What follows belongs to an exercise in optimizing a design on an open flow for small area, a short achievable clock period and few clock cycles; a production flow would make more cautious choices. RTL that was checked went through simulation tests only; none was proved equivalent to the original.

==> 10-27 <==
==> flow/design.v <==
module rc_ramp #(
    parameter W   = 33,
    parameter SGN = 0
) (
    input  wire         clk,
    input  wire         cap,       
    input  wire         prep,      
    input  wire         dstep,     
    input  wire [5:0]   cnt,
    input  wire         fin,       
    input  wire         xfer,      
    input  wire         step,      
    input  wire [W-1:0] x0_in,
    input  wire [W-1:0] x1_in,
    input  wire [8:0]   R,
    input  wire [8:0]   n,
    output reg  [W-1:0] X
);
    reg [W-1:0] x0;      
    reg [W-1:0] sh;      
    reg [W-1:0] qp;      
    reg [7:0]   ra;      
    reg [9:0]   rb;      
    reg         neg;
    wire [W:0] x0e  = SGN ? {x0[W-1], x0} : {1'b0, x0};
    wire [W:0] x1e  = SGN ? {sh[W-1], sh} : {1'b0, sh};
    wire [W:0] diff = x1e - x0e;
    wire [W:0] mag  = diff[W] ? (~diff + 1'b1) : diff;
    wire       b     = sh[W-1];
    wire [8:0] ra2   = {ra, b};
    wire       qa    = (ra2 >= R);
    wire [8:0] ra_n  = qa ? (ra2 - R) : ra2;
    wire [9:0] rb2   = {rb[8:0], 1'b0} + (b ? {1'b0, n} : 10'd0);
    wire       ge2   = (rb2 >= {R, 1'b0});
    wire       ge1   = (rb2 >= {1'b0, R});
    wire [9:0] rb_n  = ge2 ? (rb2 - {R, 1'b0}) : (ge1 ? (rb2 - {1'b0, R}) : rb2);
    wire [1:0] dig   = ge2 ? 2'd2 : {1'b0, ge1};
    wire       c0r   = ({rb[8:0], 1'b0} >= {1'b0, R});
    wire [9:0] rem0  = c0r ? ({rb[8:0], 1'b0} - {1'b0, R}) : ({rb[8:0], 1'b0} + {1'b0, R});
    wire [W-1:0] xini = x0 + (neg ? ~qp : qp) + {{(W-1){1'b0}}, neg ^ c0r};
    always @(posedge clk) begin
        if (cap) begin
            x0 <= x0_in;
            sh <= x1_in;
        end else if (prep) begin
            sh  <= mag[W-1:0];
            neg <= diff[W];
            qp  <= {W{1'b0}};
            ra  <= 8'd0;
            rb  <= 10'd0;
        end else if (dstep && (cnt < W)) begin
            sh <= {sh[W-2:0], qa};
            ra <= ra_n[7:0];
            rb <= rb_n;
            qp <= {qp[W-2:0], 1'b0} + {{(W-2){1'b0}}, dig};
        end else if (fin) begin
            x0 <= xini;
            rb <= rem0;
        end
    end
    reg [W-1:0] qd;
    reg [9:0]   rem, rd2, tr;
    reg         aneg;
    wire [10:0] rem2 = {1'b0, rem} + {1'b0, rd2};
    wire        cy   = (rem2 >= {1'b0, tr});
    wire [10:0] rem3 = cy ? (rem2 - {1'b0, tr}) : rem2;
    always @(posedge clk) begin
        if (xfer) begin
            X    <= x0;
            qd   <= sh;
            rem  <= rb;
            rd2  <= {1'b0, ra, 1'b0};
            tr   <= {R, 1'b0};
            aneg <= neg;
        end else if (step) begin
            rem <= rem3[9:0];
            X   <= X + (aneg ? ~qd : qd) + {{(W-1){1'b0}}, aneg ^ cy};
        end
    end
endmodule
module render_contrib (
    input  wire        clk,
    input  wire        rst,
    input  wire        in_valid,
    output reg         in_ready,
    input  wire [23:0] g_start,     
    input  wire [23:0] g_target,    
    input  wire [32:0] d_start,     
    input  wire [32:0] d_target,    
    input  wire [15:0] a_start,     
    input  wire [15:0] a_target,    
    input  wire [27:0] y_in,        
    input  wire [8:0]  ramp_len,    
    input  wire [7:0]  j_first,     
    output wire        rd_en,
    output reg  [17:0] rd_age,
    input  wire [23:0] rd_data,
    output reg         out_valid,
    output reg  [42:0] out_p,       
    output wire [27:0] out_y        
);
    assign rd_en = 1'b1;
    reg [1:0] ph;
    wire ph0 = (ph == 2'd0);
    wire ph1 = (ph == 2'd1);
    wire ph2 = (ph == 2'd2);
    wire ph3 = (ph == 2'd3);
    localparam S_IDLE = 3'd0, S_PREP = 3'd1, S_DIV = 3'd2, S_FIN = 3'd3, S_RDY = 3'd4;
    reg [2:0]  st;
    reg [5:0]  cnt;
    reg [8:0]  s_r;
    reg [7:0]  s_jf;
    reg [8:0]  s_n;
    reg [7:0]  s_steps;
    reg [27:0] yin;
    reg        dx;           
    wire cap  = (st == S_IDLE) && in_valid;
    wire prep = (st == S_PREP);
    wire dstp = (st == S_DIV);
    wire fin  = (st == S_FIN);
    wire rdy  = (st == S_RDY);
    wire [8:0] jp1 = {1'b0, s_jf} + 9'd1;
    reg  [4:0] fcnt;         
    reg  [7:0] d_steps;      
    wire xfer_d = ph3 && fcnt[4] && rdy && !dx;
    wire emit   = ph0 && !fcnt[4];
    wire dostep = (d_steps != 8'd0);
    reg [5:0] sv, sf, ss;
    wire xfer_a = ph3 && sv[3] && sf[3];
    wire step_a = ph1 && sv[4] && ss[4];
    wire xfer_g = ph1 && sv[5] && sf[5];
    wire step_g = ph3 && sv[5] && ss[5];
    always @(posedge clk) begin
        if (rst) begin
            ph        <= 2'd0;
            st        <= S_IDLE;
            dx        <= 1'b0;
            fcnt      <= 5'd16;
            sv        <= 6'd0;
            in_ready  <= 1'b0;
            out_valid <= 1'b0;
        end else begin
            ph <= ph + 2'd1;
            case (st)
                S_IDLE: if (in_valid) begin
                    s_r  <= ramp_len;
                    s_jf <= j_first;
                    yin  <= y_in;
                    st   <= S_PREP;
                end
                S_PREP: begin
                    s_n     <= (jp1 < s_r) ? jp1 : s_r;
                    s_steps <= (jp1 < s_r) ? (s_r[7:0] - jp1[7:0]) : 8'd0;
                    cnt     <= 6'd0;
                    st      <= S_DIV;
                end
                S_DIV: begin
                    cnt <= cnt + 6'd1;
                    if (cnt == 6'd32)
                        st <= S_FIN;
                end
                S_FIN: st <= S_RDY;
                default: if (in_ready) begin
                    st <= S_IDLE;
                    dx <= 1'b0;
                end
            endcase
            if (xfer_d) begin
                dx      <= 1'b1;
                fcnt    <= 5'd0;
                d_steps <= s_steps;
            end
            if (emit) begin
                fcnt <= fcnt + 5'd1;
                if (dostep)
                    d_steps <= d_steps - 8'd1;
            end
            if (ph0) begin
                sv <= {sv[4:0], emit};
                sf <= {sf[4:0], fcnt == 5'd0};
                ss <= {ss[4:0], dostep};
            end
            in_ready  <= xfer_g;
            out_valid <= ph0 && sv[5];
        end
    end
    wire [32:0] xd;
    wire [23:0] xg;
    wire [15:0] xa;
    rc_ramp #(.W(33), .SGN(0)) u_rd (
        .clk(clk), .cap(cap), .prep(prep), .dstep(dstp), .cnt(cnt), .fin(fin),
        .xfer(xfer_d), .step(emit && dostep),
        .x0_in(d_start), .x1_in(d_target), .R(s_r), .n(s_n), .X(xd));
    rc_ramp #(.W(24), .SGN(1)) u_rg (
        .clk(clk), .cap(cap), .prep(prep), .dstep(dstp), .cnt(cnt), .fin(fin),
        .xfer(xfer_g), .step(step_g),
        .x0_in(g_start), .x1_in(g_target), .R(s_r), .n(s_n), .X(xg));
    rc_ramp #(.W(16), .SGN(0)) u_ra (
        .clk(clk), .cap(cap), .prep(prep), .dstep(dstp), .cnt(cnt), .fin(fin),
        .xfer(xfer_a), .step(step_a),
        .x0_in(a_start), .x1_in(a_target), .R(s_r), .n(s_n), .X(xa));
    wire [16:0] dint = xd[32:16];
    wire        dnz  = |dint;
    wire [16:0] e_w  = dint - {16'd0, dnz};
    wire [17:0] base = {1'b0, e_w} + {14'd0, 4'd15 - fcnt[3:0]};
    reg [16:0] m1, m1b;
    reg [17:0] base1, base1b;
    always @(posedge clk) begin
        if (ph0) begin
            m1     <= {dnz, xd[15:0]};
            base1  <= base;
            m1b    <= m1;
            base1b <= base1;
        end
    end
    reg  [35:0] dd;
    reg  [33:0] m2, m2b;
    reg  [34:0] cpo, cp1;
    wire [17:0] cmb = ph1 ? {1'b0, m1} : (ph3 ? dd[17:0] : dd[35:18]);
    wire [34:0] cmul = m1 * cmb;
    always @(posedge clk) begin
        cpo <= cmul;
        cp1 <= cpo;
        if (ph2)
            dd <= {2'b00, cpo[33:0]} - ({19'd0, m1} * 36'd393216) + 36'd47244640256;
        if (ph2)
            m2 <= cpo[33:0];
        if (ph0)
            m2b <= m2;
    end
    reg  signed [52:0] U;
    reg  signed [19:0] zz;
    wire signed [19:0] m1bs = {3'b000, m1b};
    always @(posedge clk) begin
        if (ph1)
            U <= $signed({18'd0, cp1}) + $signed({cpo, 18'd0}) - 53'sd1688849860263936;
        else
            U <= U + $signed({3'd0, m2b, 16'd0}) + $signed({zz, 32'd0});
        case (ph)
            2'd1:    zz <= 20'sd393216 - m1bs * 20'sd5;
            2'd2:    zz <= -(m1bs * 20'sd3);
            default: zz <= -m1bs;
        endcase
    end
    wire        r_d3  = ph2 | ph1;    
    wire [52:0] rcon  = r_d3 ? ((53'd3 << 50) + (53'd3 << 26))
                             : ((53'd1 << 50) + (53'd1 << 26));
    wire [52:0] t_raw = U + rcon - {52'd0, U[52]};
    reg  [25:0] tr;
    always @(posedge clk) tr <= t_raw[52:27];
    wire        a_d3  = ph3 | ph2;
    wire [12:0] thi   = tr[25:13];
    reg  [12:0] qhi, lo13;
    reg  [1:0]  rhi;
    always @(posedge clk) begin
        qhi  <= a_d3 ? thi / 13'd3 : thi;
        rhi  <= a_d3 ? thi % 13'd3 : 13'd0;
        lo13 <= tr[12:0];
    end
    wire        b_d3 = ph0 | ph3;
    wire [14:0] lo15 = {rhi, lo13};
    wire [14:0] qlo  = b_d3 ? lo15 / 15'd3 : lo15;
    wire [25:0] qq   = {qhi, qlo[12:0]};
    reg  signed [23:0] h;
    always @(posedge clk) h <= qq[23:0] ^ 24'h800000;
    reg [23:0] xr;
    always @(posedge clk) begin
        rd_age <= ph2 ? base1b : rd_age + 18'd1;
        xr     <= rd_data;
    end
    reg  signed [35:0] plo, phi;
    always @(posedge clk) begin
        plo <= h * $signed({1'b0, xr[11:0]});
        phi <= h * $signed(xr[23:12]);
    end
    reg  signed [49:0] acc;
    wire        msub  = ph2 | ph0;
    wire [49:0] acc0  = ph2 ? 50'd0 : acc;
    wire [49:0] plo_e = {{14{plo[35]}}, plo};
    wire [49:0] phi_e = {{2{phi[35]}}, phi, 12'd0};
    always @(posedge clk)
        acc <= acc0 + (msub ? ~plo_e : plo_e) + (msub ? ~phi_e : phi_e) + {48'd0, msub, 1'b0};
    function [27:0] sat28;
        input signed [31:0] x;
        begin
            if (x > 32'sd134217727)
                sat28 = 28'h7ffffff;
            else if (x < -32'sd134217728)
                sat28 = 28'h8000000;
            else
                sat28 = x[27:0];
        end
    endfunction
    wire signed [49:0] vsum = acc + 50'sd131072;
    reg  signed [27:0] v;
    reg  signed [27:0] y, yg;
    reg  signed [28:0] diff;
    always @(posedge clk) begin
        if (ph2)
            v <= sat28(vsum[49:18]);
        if (ph3)
            diff <= (sf[3] ? $signed({yin[27], yin}) : $signed({y[27], y})) - $signed({v[27], v});
    end
    reg  signed [24:0] ma;
    reg  signed [15:0] mb;
    always @(*) begin
        case (ph)
            2'd0: begin ma = {9'd0, xa}; mb = {1'b0, diff[14:0]}; end
            2'd1: begin ma = {9'd0, xa}; mb = {{2{diff[28]}}, diff[28:15]}; end
            2'd2: begin ma = {xg[23], xg}; mb = {2'b00, y[13:0]}; end
            default: begin ma = {xg[23], xg}; mb = {{2{yg[27]}}, yg[27:14]}; end
        endcase
    end
    reg  signed [40:0] pm, pl;
    always @(posedge clk) begin
        pm <= ma * mb;
        pl <= pm;
    end
    wire signed [45:0] airp = $signed({{5{pl[40]}}, pl}) + $signed({pm[30:0], 15'd0}) + 46'sd32768;
    wire signed [29:0] airt = airp[45:16];
    wire signed [30:0] ysum = $signed({v[27], v[27], v[27], v}) + $signed({airt[29], airt});
    wire signed [54:0] gp   = $signed({{14{pl[40]}}, pl}) + $signed({pm, 14'd0}) + 55'sd256;
    always @(posedge clk) begin
        if (ph2) begin
            y  <= sat28({ysum[30], ysum});
            yg <= y;
        end
        out_p <= gp[51:9];
    end
    assign out_y = yg;
endmodule
==> flow/run.sh <==
#!/bin/bash
# synth_recipe.tcl (not shown) runs the flow's synth.tcl, then flattens the netlist and writes it again
# the make line also repeats each setting of config.mk as NAME=value (left out here)
make -C /OpenROAD-flow-scripts/flow DESIGN_CONFIG=/design/flow/config.mk WORK_HOME=/design/flow/orfs CLKGATE_MAP_FILE= SYNTH_SCRIPT=/design/flow/synth_recipe.tcl finish
==> flow/config.mk <==
export PLATFORM = sky130hd
export DESIGN_NAME = render_contrib
export DESIGN_NICKNAME = render_contrib
export VERILOG_FILES = /design/flow/design.v
export SDC_FILE = /design/flow/constraint.sdc
export NUM_CORES = 4
export LEC_CHECK = 0
export CAP_MARGIN = 20
export CORE_MARGIN = 2
export CORE_UTILIZATION = 40
export SLEW_MARGIN = 20
==> flow/constraint.sdc <==
create_clock -name core_clock -period 20.0 [get_ports {clk}]
set_input_delay 4.0000 -clock core_clock [delete_from_list [all_inputs] [get_ports {clk}]]
set_output_delay 4.0000 -clock core_clock [all_outputs]
set_load 0.01 [all_outputs]
==> 11-04 (differences from 10-27) <==
--- a/flow/design.v
+++ b/flow/design.v
@@ -102,7 +102,7 @@
     assign rd_en = 1'b1;
-    reg [1:0] ph;
-    wire ph0 = (ph == 2'd0);
-    wire ph1 = (ph == 2'd1);
-    wire ph2 = (ph == 2'd2);
-    wire ph3 = (ph == 2'd3);
+    reg  [3:0] phr;
+    wire ph0 = phr[0];
+    wire ph1 = phr[1];
+    wire ph2 = phr[2];
+    wire ph3 = phr[3];
     localparam S_IDLE = 3'd0, S_PREP = 3'd1, S_DIV = 3'd2, S_FIN = 3'd3, S_RDY = 3'd4;
@@ -128,9 +128,9 @@
     reg [5:0] sv, sf, ss;
-    wire xfer_a = ph3 && sv[3] && sf[3];
-    wire step_a = ph1 && sv[4] && ss[4];
-    wire xfer_g = ph1 && sv[5] && sf[5];
-    wire step_g = ph3 && sv[5] && ss[5];
+    wire xfer_a = ph2 && sv[3] && sf[3];
+    wire step_a = ph0 && sv[3] && ss[3];
+    wire xfer_g = ph0 && sv[4] && sf[4];
+    wire step_g = ph2 && sv[5] && ss[5];
     always @(posedge clk) begin
         if (rst) begin
-            ph        <= 2'd0;
+            phr       <= 4'b0001;
             st        <= S_IDLE;
@@ -142,3 +142,3 @@
         end else begin
-            ph <= ph + 2'd1;
+            phr <= {phr[2:0], phr[3]};
             case (st)
@@ -205,7 +205,9 @@
     wire [17:0] base = {1'b0, e_w} + {14'd0, 4'd15 - fcnt[3:0]};
+    wire [16:0] m_w  = {dnz, xd[15:0]};
     reg [16:0] m1, m1b;
     reg [17:0] base1, base1b;
+    reg [33:0] m2, m2b;
     always @(posedge clk) begin
         if (ph0) begin
-            m1     <= {dnz, xd[15:0]};
+            m1     <= m_w;
             base1  <= base;
@@ -213,32 +215,37 @@
             base1b <= base1;
+            m2b    <= m2;
         end
     end
+    reg  [17:0] cb;
     reg  [35:0] dd;
-    reg  [33:0] m2, m2b;
-    reg  [34:0] cpo, cp1;
-    wire [17:0] cmb = ph1 ? {1'b0, m1} : (ph3 ? dd[17:0] : dd[35:18]);
-    wire [34:0] cmul = m1 * cmb;
-    always @(posedge clk) begin
-        cpo <= cmul;
-        cp1 <= cpo;
-        if (ph2)
-            dd <= {2'b00, cpo[33:0]} - ({19'd0, m1} * 36'd393216) + 36'd47244640256;
-        if (ph2)
-            m2 <= cpo[33:0];
-        if (ph0)
-            m2b <= m2;
-    end
-    reg  signed [52:0] U;
-    reg  signed [19:0] zz;
-    wire signed [19:0] m1bs = {3'b000, m1b};
+    reg  [25:0] cpa, cpb;
+    reg  [34:0] cp1;
+    wire [34:0] cpsum = {9'd0, cpa} + {cpb, 9'd0};
+    wire [35:0] dd_w  = {10'd0, cpa} + {1'b0, cpb, 9'd0} - {1'b0, m1, 18'd0} - {2'b00, m1, 17'd0}
+                        + 36'd47244640256;
+    always @(posedge clk) begin
+        cpa <= m1 * cb[8:0];
+        cpb <= m1 * cb[17:9];
+        cp1 <= cpsum;
+        if (ph2) begin
+            m2 <= cpsum[33:0];
+            dd <= dd_w;
+        end
+        cb <= ph0 ? {1'b0, m_w} : (ph2 ? dd_w[17:0] : dd[35:18]);
+    end
+    reg  [52:0] U;
+    reg  [19:0] zz;
+    wire [19:0] m1bz = {3'b000, m1b};
+    wire [52:0] ua = ph1 ? {18'd0, cp1}          : U;
+    wire [52:0] ub = ph1 ? {9'd0, cpa, 18'd0}    : {3'd0, m2b, 16'd0};
+    wire [52:0] uc = ph1 ? {cpb, 27'd0}          : {{1{zz[19]}}, zz, 32'd0};
+    wire [52:0] ud = ph1 ? (53'd0 - (53'd6 << 48)) : 53'd0;
     always @(posedge clk) begin
+        U <= ua + ub + uc + ud;
         if (ph1)
-            U <= $signed({18'd0, cp1}) + $signed({cpo, 18'd0}) - 53'sd1688849860263936;
+            zz <= 20'd393216 - (m1bz + {m1bz[17:0], 2'b00});
+        else if (ph2)
+            zz <= 20'd0 - (m1bz + {m1bz[18:0], 1'b0});
         else
-            U <= U + $signed({3'd0, m2b, 16'd0}) + $signed({zz, 32'd0});
-        case (ph)
-            2'd1:    zz <= 20'sd393216 - m1bs * 20'sd5;
-            2'd2:    zz <= -(m1bs * 20'sd3);
-            default: zz <= -m1bs;
-        endcase
+            zz <= 20'd0 - m1bz;
     end
@@ -270,14 +277,17 @@
     end
-    reg  signed [35:0] plo, phi;
+    reg  signed [31:0] q0, q1, q2;
     always @(posedge clk) begin
-        plo <= h * $signed({1'b0, xr[11:0]});
-        phi <= h * $signed(xr[23:12]);
-    end
-    reg  signed [49:0] acc;
-    wire        msub  = ph2 | ph0;
-    wire [49:0] acc0  = ph2 ? 50'd0 : acc;
-    wire [49:0] plo_e = {{14{plo[35]}}, plo};
-    wire [49:0] phi_e = {{2{phi[35]}}, phi, 12'd0};
+        q0 <= h * $signed({1'b0, xr[7:0]});
+        q1 <= h * $signed({1'b0, xr[15:8]});
+        q2 <= h * $signed(xr[23:16]);
+    end
+    reg  [49:0] acc;
+    wire        msub = ph2 | ph0;
+    wire [49:0] acc0 = ph2 ? 50'd0 : acc;
+    wire [49:0] q0e  = {{18{q0[31]}}, q0};
+    wire [49:0] q1e  = {{10{q1[31]}}, q1, 8'd0};
+    wire [49:0] q2e  = {{2{q2[31]}}, q2, 16'd0};
     always @(posedge clk)
-        acc <= acc0 + (msub ? ~plo_e : plo_e) + (msub ? ~phi_e : phi_e) + {48'd0, msub, 1'b0};
+        acc <= acc0 + (msub ? ~q0e : q0e) + (msub ? ~q1e : q1e) + (msub ? ~q2e : q2e)
+               + {48'd0, msub, msub};
     function [27:0] sat28;
@@ -293,6 +303,8 @@
     endfunction
-    wire signed [49:0] vsum = acc + 50'sd131072;
-    reg  signed [27:0] v;
-    reg  signed [27:0] y, yg;
-    reg  signed [28:0] diff;
+    wire [49:0] vsum = acc + 50'd131072;
+    reg  [27:0] v;
+    reg  [27:0] y, yg;
+    reg  [28:0] diff;
+    wire [28:0] yprev  = sf[3] ? {yin[27], yin} : {y[27], y};
+    wire [28:0] diff_w = yprev - {v[27], v};
     always @(posedge clk) begin
@@ -301,29 +313,32 @@
         if (ph3)
-            diff <= (sf[3] ? $signed({yin[27], yin}) : $signed({y[27], y})) - $signed({v[27], v});
+            diff <= diff_w;
     end
-    reg  signed [24:0] ma;
-    reg  signed [15:0] mb;
-    always @(*) begin
-        case (ph)
-            2'd0: begin ma = {9'd0, xa}; mb = {1'b0, diff[14:0]}; end
-            2'd1: begin ma = {9'd0, xa}; mb = {{2{diff[28]}}, diff[28:15]}; end
-            2'd2: begin ma = {xg[23], xg}; mb = {2'b00, y[13:0]}; end
-            default: begin ma = {xg[23], xg}; mb = {{2{yg[27]}}, yg[27:14]}; end
+    reg  [24:0] am;
+    reg  [15:0] bm;
+    always @(posedge clk) begin
+        am <= (ph3 | ph0) ? {9'd0, xa} : {xg[23], xg};
+        case (1'b1)
+            ph3:     bm <= {1'b0, diff_w[14:0]};
+            ph0:     bm <= {{2{diff[28]}}, diff[28:15]};
+            ph1:     bm <= {2'b00, y[13:0]};
+            default: bm <= {{2{y[27]}}, y[27:14]};
         endcase
     end
-    reg  signed [40:0] pm, pl;
+    reg  signed [32:0] pma, pmb, pla, plb;
     always @(posedge clk) begin
-        pm <= ma * mb;
-        pl <= pm;
-    end
-    wire signed [45:0] airp = $signed({{5{pl[40]}}, pl}) + $signed({pm[30:0], 15'd0}) + 46'sd32768;
-    wire signed [29:0] airt = airp[45:16];
-    wire signed [30:0] ysum = $signed({v[27], v[27], v[27], v}) + $signed({airt[29], airt});
-    wire signed [54:0] gp   = $signed({{14{pl[40]}}, pl}) + $signed({pm, 14'd0}) + 55'sd256;
+        pma <= $signed(am) * $signed({1'b0, bm[7:0]});
+        pmb <= $signed(am) * $signed(bm[15:8]);
+        pla <= pma;
+        plb <= pmb;
+    end
+    wire signed [47:0] airs = $signed(pla) + ($signed(plb) <<< 8) + ($signed(pma) <<< 15)
+                              + ($signed(pmb) <<< 23) + ($signed(v) <<< 16) + 48'sd32768;
+    wire signed [54:0] gs   = $signed(pla) + ($signed(plb) <<< 8) + ($signed(pma) <<< 14)
+                              + ($signed(pmb) <<< 22) + 55'sd256;
     always @(posedge clk) begin
         if (ph2) begin
-            y  <= sat28({ysum[30], ysum});
+            y  <= sat28(airs[47:16]);
             yg <= y;
         end
-        out_p <= gp[51:9];
+        out_p <= gs[51:9];
     end
==> notes <==
10-27 finished with timing, DRC and antenna clean. 11-04 ran to the end with no violations. Against 10-27, the via count of 11-04 is larger by about 0.7%. Against 10-27, the hold slack of 11-04 is worse by 0.013 ns. Of 11-04 and 10-27, 11-04 has the higher synthesized area (gap about 3.2%, measured against 10-27).
Testbench counts of 10-27, summed over its fixed seeds: cycles 25,064.
Function not checked in 11-04: the RTL went through the layout flow alone.

[afterwards: timing with drivers on the ports]
The results above use ideal ports. As a check the final layouts listed here were re-extracted and re-timed, cells and wires unchanged. Step 1: set_driving_cell puts a clkbuf_16 on clk and a buf_2 on each other input, an assumption about the parent block. Step 2 also shifts input and output timing later by t, the mid clock arrival at the registers, as if the neighbouring blocks saw the same clock. a / b / c = ideal / step 1 / step 2; a / b = the first two.
| run | shift t [ns] | setup WS [ns] | slew at the worst register clock pin (ns) |
|---|---|---|---|
| 10-27 | 0.942 | 9.964 / 9.964 / 9.964 | 0.07 / 0.07 |
| 11-04 | 1.002 | 12.611 / 12.611 / 12.592 | 0.07 / 0.07 |
After both steps setup and hold are still met in every run listed. The setup slack of 11-04, which loses most, moves by 0.000 ns with the drivers and by -0.019 ns with both steps.
